From an optimization exercise on the open Yosys and OpenROAD flow, aimed at small area, a short achievable clock period and few clock cycles per item; shortcuts taken in it are not production practice.
At most, simulation tests tie the RTL to the original design; equivalence was not proved.

==> run M <==
// loop_frame
module loop_frame (
    input  wire        clk,
    input  wire        rst,
    input  wire        cmd_valid,
    output wire        cmd_ready,
    input  wire [1:0]  cmd_op,
    input  wire [5:0]  cmd_addr,
    input  wire [31:0] cmd_data,
    input  wire [31:0] in_y,
    input  wire [31:0] in_r,
    input  wire [31:0] in_x1,
    input  wire [31:0] in_x2,
    input  wire [31:0] in_x3,
    output reg         out_valid,
    output reg  [31:0] out_value,
    output reg  [1:0]  out_lim,
    output reg  [11:0] out_flags
);
Settings: LEC_CHECK=0, ABC_AREA=1, CAP_MARGIN=20, CORE_MARGIN=2, CORE_UTILIZATION=40, SLEW_MARGIN=20, TNS_END_PERCENT=0; clock period 32.0 ns.
standard.sh (not shown) runs the stock make flow with config.mk's settings and CLKGATE_MAP_FILE= SYNTH_SCRIPT=/design/flow/synth_recipe.tcl, a recipe that flattens the netlist after the stock synthesis.
==> flow/flow/run.sh <==
#!/bin/bash
# Layout flow: the standard ORFS flow (standard.sh), with repair_timing aimed
# at a setup slack margin so that the critical paths are sized for a short period.
# The clock period and all constraints stay the design's. Each make/tool output
# goes to its own log in this folder (ORFS also keeps its per-step logs under orfs/logs).
set -euo pipefail
MARGIN=24
bash standard.sh SYNTH_ARGS=-noabc SETUP_SLACK_MARGIN=$MARGIN synth > flow_synth.log 2>&1
bash standard.sh SETUP_SLACK_MARGIN=$MARGIN floorplan > flow_floorplan.log 2>&1
bash standard.sh SETUP_SLACK_MARGIN=$MARGIN place > flow_place.log 2>&1
bash standard.sh SETUP_SLACK_MARGIN=$MARGIN cts > flow_cts.log 2>&1
bash standard.sh SETUP_SLACK_MARGIN=$MARGIN route > flow_route.log 2>&1
bash standard.sh SETUP_SLACK_MARGIN=$MARGIN finish > flow_finish.log 2>&1
==> run F: changes against run M <==
--- a/flow/design.v
+++ b/flow/design.v
@@ -361,18 +361,18 @@
         if (t1) acc1 <= z1;
         acc2 <= z2;
         if (t3) acc3 <= z3;
         acc4 <= z4;
         case (1'b1)
             sl[0]: begin
                 xq0 <= u_new;                    
                 xq1 <= u_new;                    
-                xq2 <= sx33(pB ? xq2[31:0] : b2_q);     
-                xq4 <= pB ? xq4 : b3_q;          
+                xq2 <= sx33(pB ? u_q : b2_q);    
+                xq4 <= pB ? u_q : b3_q;          
             end
             sl[1]: begin
                 xq0 <= dr_new;                   
                 xq1 <= pB ? u_q : r0;            
                 xq2 <= sx33(r0);                 
                 xq4 <= pB ? u_q : r0;            
             end
             sl[2]: begin
==> flow/flow/run.sh (replaced) <==
#!/bin/bash
# Layout flow: the standard ORFS flow (standard.sh), with repair_timing aimed
# at a setup slack margin so that the critical paths are sized for a short period.
# The clock period and all constraints stay the design's. Each make/tool output
# goes to its own log in this folder (ORFS also keeps its per-step logs under orfs/logs).
set -euo pipefail
MARGIN=24
bash standard.sh SYNTH_ARGS=-noabc SETUP_SLACK_MARGIN=$MARGIN MATCH_CELL_FOOTPRINT=0 synth > flow_synth.log 2>&1
bash standard.sh SETUP_SLACK_MARGIN=$MARGIN MATCH_CELL_FOOTPRINT=0 floorplan > flow_floorplan.log 2>&1
bash standard.sh SETUP_SLACK_MARGIN=$MARGIN MATCH_CELL_FOOTPRINT=0 place > flow_place.log 2>&1
bash standard.sh SETUP_SLACK_MARGIN=$MARGIN MATCH_CELL_FOOTPRINT=0 cts > flow_cts.log 2>&1
bash standard.sh SETUP_SLACK_MARGIN=$MARGIN MATCH_CELL_FOOTPRINT=0 route > flow_route.log 2>&1
bash standard.sh SETUP_SLACK_MARGIN=$MARGIN MATCH_CELL_FOOTPRINT=0 finish > flow_finish.log 2>&1
==> run H: changes against run M <==
--- a/flow/design.v
+++ b/flow/design.v
@@ -361,18 +361,18 @@
         if (t1) acc1 <= z1;
         acc2 <= z2;
         if (t3) acc3 <= z3;
         acc4 <= z4;
         case (1'b1)
             sl[0]: begin
                 xq0 <= u_new;                    
                 xq1 <= u_new;                    
-                xq2 <= sx33(pB ? xq2[31:0] : b2_q);     
-                xq4 <= pB ? xq4 : b3_q;          
+                xq2 <= sx33(pB ? u_q : b2_q);    
+                xq4 <= pB ? u_q : b3_q;          
             end
             sl[1]: begin
                 xq0 <= dr_new;                   
                 xq1 <= pB ? u_q : r0;            
                 xq2 <= sx33(r0);                 
                 xq4 <= pB ? u_q : r0;            
             end
             sl[2]: begin
==> flow/flow/run.sh (replaced) <==
#!/bin/bash
# Layout flow: the standard ORFS flow (standard.sh), with repair_timing aimed
# at a setup slack margin so that the critical paths are sized for a short period.
# The clock period and all constraints stay the design's. Each make/tool output
# goes to its own log in this folder (ORFS also keeps its per-step logs under orfs/logs).
set -euo pipefail
MARGIN=24
bash standard.sh SYNTH_ARGS=-noabc SETUP_SLACK_MARGIN=$MARGIN MATCH_CELL_FOOTPRINT=0 synth > flow_synth.log 2>&1
bash standard.sh SETUP_SLACK_MARGIN=$MARGIN MATCH_CELL_FOOTPRINT=0 floorplan > flow_floorplan.log 2>&1
bash standard.sh SETUP_SLACK_MARGIN=$MARGIN MATCH_CELL_FOOTPRINT=0 place > flow_place.log 2>&1
bash standard.sh SETUP_SLACK_MARGIN=$MARGIN MATCH_CELL_FOOTPRINT=0 cts > flow_cts.log 2>&1
bash standard.sh SETUP_SLACK_MARGIN=$MARGIN MATCH_CELL_FOOTPRINT=0 MAX_REPAIR_ANTENNAS_ITER_DRT=10 route > flow_route.log 2>&1
bash standard.sh SETUP_SLACK_MARGIN=$MARGIN MATCH_CELL_FOOTPRINT=0 finish > flow_finish.log 2>&1
Settings changed: PLACE_DENSITY set to 0.7, SLEW_MARGIN 20 to 30, TNS_END_PERCENT 0 to 5.
==> run P: changes against run M <==
--- a/flow/design.v
+++ b/flow/design.v
@@ -361,18 +361,18 @@
         if (t1) acc1 <= z1;
         acc2 <= z2;
         if (t3) acc3 <= z3;
         acc4 <= z4;
         case (1'b1)
             sl[0]: begin
                 xq0 <= u_new;                    
                 xq1 <= u_new;                    
-                xq2 <= sx33(pB ? xq2[31:0] : b2_q);     
-                xq4 <= pB ? xq4 : b3_q;          
+                xq2 <= sx33(pB ? u_q : b2_q);    
+                xq4 <= pB ? u_q : b3_q;          
             end
             sl[1]: begin
                 xq0 <= dr_new;                   
                 xq1 <= pB ? u_q : r0;            
                 xq2 <= sx33(r0);                 
                 xq4 <= pB ? u_q : r0;            
             end
             sl[2]: begin
==> flow/flow/run.sh (replaced) <==
#!/bin/bash
# Layout flow: the standard ORFS flow (standard.sh), with repair_timing aimed
# at a setup slack margin so that the critical paths are sized for a short period.
# The clock period and all constraints stay the design's. Each make/tool output
# goes to its own log in this folder (ORFS also keeps its per-step logs under orfs/logs).
set -euo pipefail
MARGIN=24
bash standard.sh SYNTH_ARGS=-noabc SETUP_SLACK_MARGIN=$MARGIN MATCH_CELL_FOOTPRINT=0 synth > flow_synth.log 2>&1
bash standard.sh SETUP_SLACK_MARGIN=$MARGIN MATCH_CELL_FOOTPRINT=0 floorplan > flow_floorplan.log 2>&1
bash standard.sh SETUP_SLACK_MARGIN=$MARGIN MATCH_CELL_FOOTPRINT=0 place > flow_place.log 2>&1
bash standard.sh SETUP_SLACK_MARGIN=$MARGIN MATCH_CELL_FOOTPRINT=0 cts > flow_cts.log 2>&1
bash standard.sh SETUP_SLACK_MARGIN=$MARGIN MATCH_CELL_FOOTPRINT=0 route > flow_route.log 2>&1
bash standard.sh SETUP_SLACK_MARGIN=$MARGIN MATCH_CELL_FOOTPRINT=0 finish > flow_finish.log 2>&1
Settings changed: PLACE_DENSITY set to 0.7.
==> qor summary <==
                                                                                               run M              run H            run P        run F
Die Y                                                                                         814 um             811 um           811 um       811 um
Layout area overhead                                                                           13.2%              16.9%            13.2%        14.3%
Share of Yosys cell area claimed by the top area cell type                                     19.9%              20.0%            20.0%        20.0%
Proportion of layout cells with a drive suffix above 1                                         9.89%              13.3%            9.93%        10.9%
Clock-pin slew reported for the worst setup and hold paths after clock tree synthesis        0.08 ns            0.07 ns          0.07 ns      0.06 ns
# Post-CTS Setup Buffers                                                                         161                309              109          261
Crit Reg-Reg Startpoint                                                                a0s11$_DFF_P_  ring0[25]$_DFF_P_  xq0[31]$_DFF_P_   t0$_DFF_P_
Required time of the critical path                                                          32.61 ns           25.60 ns         32.77 ns     32.73 ns
Vias in the first global route                                                               238,000            244,000          240,000      236,000
Status                                                                      timing/DRC/antenna clean  timing/DRC/antenna clean  timing/DRC/antenna clean  timing/DRC/antenna clean
First-pass GRT wire length                                                                   1850 mm            1720 mm          1690 mm      1830 mm
Wire length reported by the detailed router                                                  1340 mm            1250 mm          1220 mm      1320 mm
Total number of vias                                                                         249,000            255,000          251,000      246,000
Number of antenna cells inserted                                                                 214                160              186          128
Synthesized area                                                                         262,000 um2        261,000 um2      261,000 um2  261,000 um2
Testbench counts of run F, summed over its fixed seeds: cycles 9,704, frames 1,600.
Testbench counts of run H, summed over its fixed seeds: cycles 9,704, frames 1,600.
Testbench counts of run P, summed over its fixed seeds: cycles 9,704, frames 1,600.
For run M, only the layout was checked, not whether the RTL still works.

[re-timing with driven ports]
No port has a modelled driver above. Below, the same layouts with a new extraction and two added sets of constraints. Step 1 (the two cells are an assumption about what drives the block):
set clk [get_ports {clk}]
set_driving_cell -lib_cell sky130_fd_sc_hd__clkbuf_16 $clk
set_driving_cell -lib_cell sky130_fd_sc_hd__buf_2 [delete_from_list [all_inputs] $clk]
Step 2 also shifts input and output timing later by t, the mid clock arrival at the registers, as if the neighbouring blocks saw the same clock. a / b / c = ideal ports / drivers / drivers and shift; a / b = the first two.
| run | t (ns) | slack for setup (ns) | worst setup path at the end |
|---|---|---|---|
| run M | 1.219 | 23.004 / 23.004 / 22.682 | input to register |
| run F | 1.196 | 23.286 / 23.286 / 22.625 | input to register |
| run H | 1.153 | 23.516 / 23.375 / 22.649 | input to register |
| run P | 1.156 | 23.393 / 23.393 / 22.640 | input to register |
After both steps setup and hold are still met in every run listed. For run H, which loses most, drivers alone change the setup slack by -0.141 ns; drivers and shift together by -0.867 ns.
